Context: an optimization exercise on an open-source flow, tuned for small area, a short achievable clock period and few clock cycles per item. The choices shown serve that exercise and are no tape-out recipe.
At most, simulation tests tie the RTL to the original design; equivalence was not proved.

## run a
## st4_temporal
module st4_temporal (
    input  wire        clk,
    input  wire        rst,
    input  wire        in_valid,
    output wire        in_ready,
    input  wire [19:0] in_c,         
    input  wire [23:0] in_hist,      
    input  wire [7:0]  in_tau,       
    input  wire        in_pad,       
    input  wire        in_restart,   
    input  wire        in_tnr,       
    input  wire        in_rtc,       
    input  wire        in_gap_k0,    
    input  wire [8:0]  in_amin,      
    input  wire [15:0] in_tlo,       
    input  wire [15:0] in_thi,       
    input  wire [11:0] in_kmax,      
    input  wire [17:0] in_rate,      
    output reg         out_valid,
    output reg  [19:0] out_z,        
    output reg  [23:0] out_hist,     
    output reg         out_sat,      
    output reg         out_clamp     
);
Size: roughly 6900 cells after synthesis, about 0.056 mm2 of cells after synthesis.
==> flow/config.mk <==
export PLATFORM = sky130hd
export DESIGN_NAME = st4_temporal
export DESIGN_NICKNAME = st4_temporal
export VERILOG_FILES = /design/flow/design.v
export SDC_FILE = /design/flow/constraint.sdc
export NUM_CORES = 4
export LEC_CHECK = 0
export ABC_AREA = 1
export CAP_MARGIN = 40
export CORE_MARGIN = 2
export CORE_UTILIZATION = 55
export SLEW_MARGIN = 70
==> flow/constraint.sdc <==
create_clock -name core_clock -period 38.0 [get_ports {clk}]
set_input_delay 7.6000 -clock core_clock [delete_from_list [all_inputs] [get_ports {clk}]]
set_output_delay 7.6000 -clock core_clock [all_outputs]
set_load 0.01 [all_outputs]
run.sh (not shown) runs the stock make flow with config.mk's settings and CLKGATE_MAP_FILE= SYNTH_SCRIPT=/design/flow/synth_recipe.tcl, a recipe that flattens the netlist after the stock synthesis.
Run a finished every stage and its layout cleared the timing, DRC and antenna checks.
Testbench counts of run a, summed over its fixed seeds: cycles 32,064, items 32,000.
Relative to run a, the following input files were edited for run b:
- CAP_MARGIN now 50, was 40
- SLEW_MARGIN now 80, was 70
==> summary.txt <==
Hold slack down 11 ps in run b wrt run a. Relative to run a, via count has gone up in run b. Run b vs run a: amount of wire on met2 after detailed routing up by a few percent. Going from run a to run b, utilization +1.5 points; count of inserted antenna diode cells -1. Looking at detailed router's first-iteration violation count across both flows, run b is the stronger of the two, with run a trailing. Run b vs run a: wire length up slightly.

Another version of the RTL of st4_temporal (not shown whole).
Settings: LEC_CHECK=0, ABC_AREA=1, CAP_MARGIN=30, CORE_MARGIN=2, CORE_UTILIZATION=55, PLACE_DENSITY=0.8, SLEW_MARGIN=60; clock period 38.0 ns.
Testbench counts at the start, summed over its fixed seeds: cycles 32,064, items 32,000.
Edit:
CAP_MARGIN = 50   (was 30)
PLACE_DENSITY = not set   (was 0.8)
SLEW_MARGIN = 80   (was 60)
Result:
- The new run finished with timing, DRC and antenna clean
- sequential share of layout area fell by 0.38 points
- setup slack gains 0.76 ns
- wire length rose by a few percent
Edit:
CAP_MARGIN = 20   (was 50)
SLEW_MARGIN = 20   (was 80)
Hold slack is better by 0.0075 ns. Synthesized area is unchanged. Core utilization is lower by 2.2 points.

st4_temporal, a different RTL version from the one above (not shown whole).
For scale: ~6100 cells after synthesis, roughly 760 flip-flops, about 180 I/O pins, about 0.054 sq mm of cells after synthesis.
make LEC_CHECK=0 ABC_AREA=1 CAP_MARGIN=40 CORE_MARGIN=2 CORE_UTILIZATION=55 SLEW_MARGIN=70 finish   # period 38.0 ns
The baseline ran to the end with no violations.
Rerun with:
--- a/flow/config.mk
+++ b/flow/config.mk
@@ -9,4 +9,6 @@
 export CAP_MARGIN = 40
 export CORE_MARGIN = 2
-export CORE_UTILIZATION = 55
+export CORE_UTILIZATION = 68
+export CTS_CLUSTER_SIZE = 30
+export PLACE_DENSITY = 0.76
 export SLEW_MARGIN = 70
Design area falls by 0.53%.
Wire length is about the same.
Synthesized area stays the same.
Maximum frequency is about the same.
Setup slack stays flat.
Clock skew hardly moves.
No run of this note included a check of the RTL's function; only the layout flow was run.

== job 2441 ==
st4_temporal, a different RTL version from the one above (not shown whole).
For scale: ~5600 cells after synthesis, ~180 I/O pins.
export LEC_CHECK = 0
export ABC_AREA = 1
export CAP_MARGIN = 40
export CORE_MARGIN = 2
export CORE_UTILIZATION = 55
export SLEW_MARGIN = 70
create_clock -name core_clock -period 38.0 [get_ports {clk}]
Job 2441: done, clean on timing, DRC and antenna
Testbench counts of job 2441, summed over its fixed seeds: cycles 32,064, items 32,000.
### job 2441 -> job 8380
Settings: CAP_MARGIN now 30, was 40; SLEW_MARGIN now 55, was 70.
Of job 8380 and job 2441, the run reporting the lower register-to-register setup slack was job 8380. The end of the critical path comes out out_hist[1] in one run and out_hist[3] in the other, namely in job 8380 and job 2441 respectively. Reported for job 8380 and job 2441, post-synthesis simple-gate area fraction turned out identical to the last digit. For wire length, job 2441 and job 8380 come out practically identical. Hold slack of job 8380 is on par with job 2441. The layout-stage area growth over the synthesis result reported for job 8380 is smaller than that of job 2441 by 0.40 points. Between job 8380 and job 2441, the difference in core box area is negligible.
Setup changes, job 8380 to job 9352
Settings: SLEW_MARGIN changed from 55 to 20; CAP_MARGIN changed from 30 to 20.
Results
The worst hold slack was comparable across job 8380 and job 9352. Job 9352 vs job 8380, final worst-path setup slack went down by 0.0096 ns. Job 9352 vs. job 8380: area of combinational cells with multiple inputs held, total wire length after detailed routing held, share of the final layout cell area in sequential cells held.

Another version of the RTL of st4_temporal (not shown whole).
Size: about 5600 cells after synthesis, roughly 730 flip-flops, roughly 51000 um2 of cells after synthesis.
// st4_temporal
module st4_temporal (
    input  wire        clk,
    input  wire        rst,
    input  wire        in_valid,
    output wire        in_ready,
    input  wire [19:0] in_c,         
    input  wire [23:0] in_hist,      
    input  wire [7:0]  in_tau,       
    input  wire        in_pad,       
    input  wire        in_restart,   
    input  wire        in_tnr,       
    input  wire        in_rtc,       
    input  wire        in_gap_k0,    
    input  wire [8:0]  in_amin,      
    input  wire [15:0] in_tlo,       
    input  wire [15:0] in_thi,       
    input  wire [11:0] in_kmax,      
    input  wire [17:0] in_rate,      
    output reg         out_valid,
    output reg  [19:0] out_z,        
    output reg  [23:0] out_hist,     
    output reg         out_sat,      
    output reg         out_clamp     
);
    assign in_ready = 1'b1;
    reg        r0_valid;
    reg [19:0] r0_c;
    reg [19:0] r0_h;         
    reg [3:0]  r0_age;       
    reg [7:0]  r0_tau;
    reg        r0_pad, r0_tnr, r0_kon;
    reg [8:0]  r0_amin;
    reg [15:0] r0_tlo, r0_thi;
    reg [11:0] r0_kmax;
    reg [17:0] r0_rate;
    always @(posedge clk) begin
        if (rst) r0_valid <= 1'b0;
        else     r0_valid <= in_valid;
        r0_c    <= in_c;
        r0_h    <= in_restart ? 20'd0 : in_hist[23:4];
        r0_age  <= in_restart ? 4'd0 : in_hist[3:0];
        r0_tau  <= in_tau;
        r0_pad  <= in_pad;
        r0_tnr  <= in_tnr;
        r0_kon  <= in_rtc & ~in_gap_k0;
        r0_amin <= in_amin;
        r0_tlo  <= in_tlo;
        r0_thi  <= in_thi;
  ...
Settings: LEC_CHECK=0, ABC_AREA=1, CAP_MARGIN=30, CORE_MARGIN=2, CORE_UTILIZATION=55, SLEW_MARGIN=55; clock period 38.0 ns.
The starting point passed the timing, DRC and antenna checks.
==> next run, changes <==
- CTS_CLUSTER_DIAMETER: default -> 200
- CTS_CLUSTER_SIZE: default -> 25
Outcome:
- The new run produced a clean layout
- first-iteration DRC count is lower by about 4.5%
- clock-buffer cell count is lower by 68
- routed wire length is lower by about 1.2%
- setup slack improved by 49 ps
- die area does not change
- worst hold slack improved by 11 ps
- sequential share of layout area is higher by 0.94 points
No run of this note included a check of the RTL's function; only the layout flow was run.

st4_temporal, a different RTL version from the one above (not shown whole).
For scale: roughly 760 flip-flops.
make LEC_CHECK=0 ABC_AREA=1 CAP_MARGIN=30 CORE_MARGIN=2 CORE_UTILIZATION=55 SLEW_MARGIN=55 finish   # period 38.0 ns
The starting point finished with timing, DRC and antenna clean.
Testbench counts at the start, summed over its fixed seeds: cycles 32,064, items 32,000.
Change:
- CTS_BUF_LIST: unset -> sky130_fd_sc_hd__clkbuf_8
The changed run finished with timing, DRC and antenna clean.
Core utilization is about the same.
Final area stays flat.
Die area does not change.
Area after synthesis stays the same.
Flip-flop and latch count does not change.
Routed wire length hardly moves.
Global-route usage barely changes.

st4_temporal again, from the RTL that the note above started with.
==> flow/config.mk <==
export PLATFORM = sky130hd
export DESIGN_NAME = st4_temporal
export DESIGN_NICKNAME = st4_temporal
export VERILOG_FILES = /design/flow/design.v
export SDC_FILE = /design/flow/constraint.sdc
export NUM_CORES = 4
export LEC_CHECK = 0
export ABC_AREA = 1
export CAP_MARGIN = 30
export CORE_MARGIN = 2
export CORE_UTILIZATION = 55
export CTS_CLUSTER_DIAMETER = 160
export CTS_CLUSTER_SIZE = 20
export SLEW_MARGIN = 55
==> flow/constraint.sdc <==
create_clock -name core_clock -period 38.0 [get_ports {clk}]
set_input_delay 7.6000 -clock core_clock [delete_from_list [all_inputs] [get_ports {clk}]]
set_output_delay 7.6000 -clock core_clock [all_outputs]
set_load 0.01 [all_outputs]
The first run went through all stages and came out clean.
Testbench counts at the start, summed over its fixed seeds: cycles 32,064, items 32,000.
Edit:
CTS_CLUSTER_DIAMETER = 200   (was 160)
CTS_CLUSTER_SIZE = 25   (was 20)
The changed run produced a clean layout. Setup slack gets worse by 0.0084 ns. Sequential share of layout area increases by 0.13 points. Non-clock buffer count stays the same. Cell area decreases by 0.46%. Area after synthesis stays the same. Critical path depth does not change.

st4_temporal again, from the RTL that the note above started with.
==> flow/design.v (excerpt) <==
module st4_temporal (
    input  wire        clk,
    input  wire        rst,
    input  wire        in_valid,
    output wire        in_ready,
    input  wire [19:0] in_c,         
    input  wire [23:0] in_hist,      
    input  wire [7:0]  in_tau,       
    input  wire        in_pad,       
    input  wire        in_restart,   
    input  wire        in_tnr,       
    input  wire        in_rtc,       
    input  wire        in_gap_k0,    
    input  wire [8:0]  in_amin,      
    input  wire [15:0] in_tlo,       
    input  wire [15:0] in_thi,       
    input  wire [11:0] in_kmax,      
    input  wire [17:0] in_rate,      
    output reg         out_valid,
    output reg  [19:0] out_z,        
    output reg  [23:0] out_hist,     
    output reg         out_sat,      
    output reg         out_clamp     
);
==> flow/config.mk <==
export PLATFORM = sky130hd
export DESIGN_NAME = st4_temporal
export DESIGN_NICKNAME = st4_temporal
export VERILOG_FILES = /design/flow/design.v
export SDC_FILE = /design/flow/constraint.sdc
export NUM_CORES = 4
export LEC_CHECK = 0
export ABC_AREA = 1
export CAP_MARGIN = 30
export CORE_MARGIN = 2
export CORE_UTILIZATION = 55
export SLEW_MARGIN = 45
==> flow/constraint.sdc <==
create_clock -name core_clock -period 38.0 [get_ports {clk}]
set_input_delay 7.6000 -clock core_clock [delete_from_list [all_inputs] [get_ports {clk}]]
set_output_delay 7.6000 -clock core_clock [all_outputs]
set_load 0.01 [all_outputs]
Testbench counts at the start, summed over its fixed seeds: cycles 32,064, items 32,000.
Then changed:
Settings changed: CTS_CLUSTER_DIAMETER set to 200, CTS_CLUSTER_SIZE set to 30, SLEW_MARGIN 45 to 55.
Sequential share of layout area goes up by 1.1 points.
Final area falls by about 4%.
Area after synthesis is unchanged.

re-timing with driven ports:
No port has a modelled driver above. Below, the same layouts with a new extraction and two added sets of constraints. Step 1 sets driving cells, clkbuf_16 on the clock port and buf_2 on the other inputs (assumed; they add their load-dependent delay and slew). Step 2, shift: input delay + t, output delay - t, t = (earliest + latest rising clock arrival at the registers) / 2. This alone moves slack from input paths to output paths. Slacks: no drivers / after step 1 / after step 2; pairs: no drivers / after step 1.
run | t, ns | slack for setup (ns) | pins driven straight from the clock port
run a | 0.711 | 28.896 / 28.825 / 28.653 | 1
run b | 0.721 | 28.882 / 28.810 / 28.790 | 1
the first run of note 2 | 0.735 | 28.041 / 28.041 / 28.041 | 1
the second run of note 2 | 0.727 | 28.801 / 28.726 / 28.778 | 1
the third run of note 2 | 0.734 | 27.355 / 27.355 / 27.355 | 1
the first run of note 3 | 0.718 | 28.881 / 28.811 / 28.672 | 1
the second run of note 3 | 0.706 | 28.879 / 28.810 / 28.580 | 1
job 2441 | 0.710 | 28.892 / 28.819 / 28.673 | 1
job 8380 | 0.703 | 28.914 / 28.842 / 28.636 | 1
job 9352 | 0.712 | 28.905 / 28.833 / 28.625 | 1
the first run of note 5 | 0.718 | 28.839 / 28.773 / 28.716 | 1
the second run of note 5 | 0.669 | 28.888 / 28.823 / 28.715 | 1
the first run of note 6 | 0.704 | 28.913 / 28.846 / 28.753 | 1
the second run of note 6 | 0.817 | 28.772 / 28.705 / 28.762 | 1
the first run of note 7 | 0.663 | 28.940 / 28.873 / 28.769 | 1
the second run of note 7 | 0.655 | 28.932 / 28.865 / 28.773 | 1
the first run of note 8 | 0.730 | 28.870 / 28.798 / 28.747 | 1
the second run of note 8 | 0.698 | 28.887 / 28.818 / 28.769 | 1
After both steps every run listed still meets setup and hold. For the second run of note 3, which loses most, drivers alone change the setup slack by -0.069 ns; drivers and shift together by -0.299 ns.
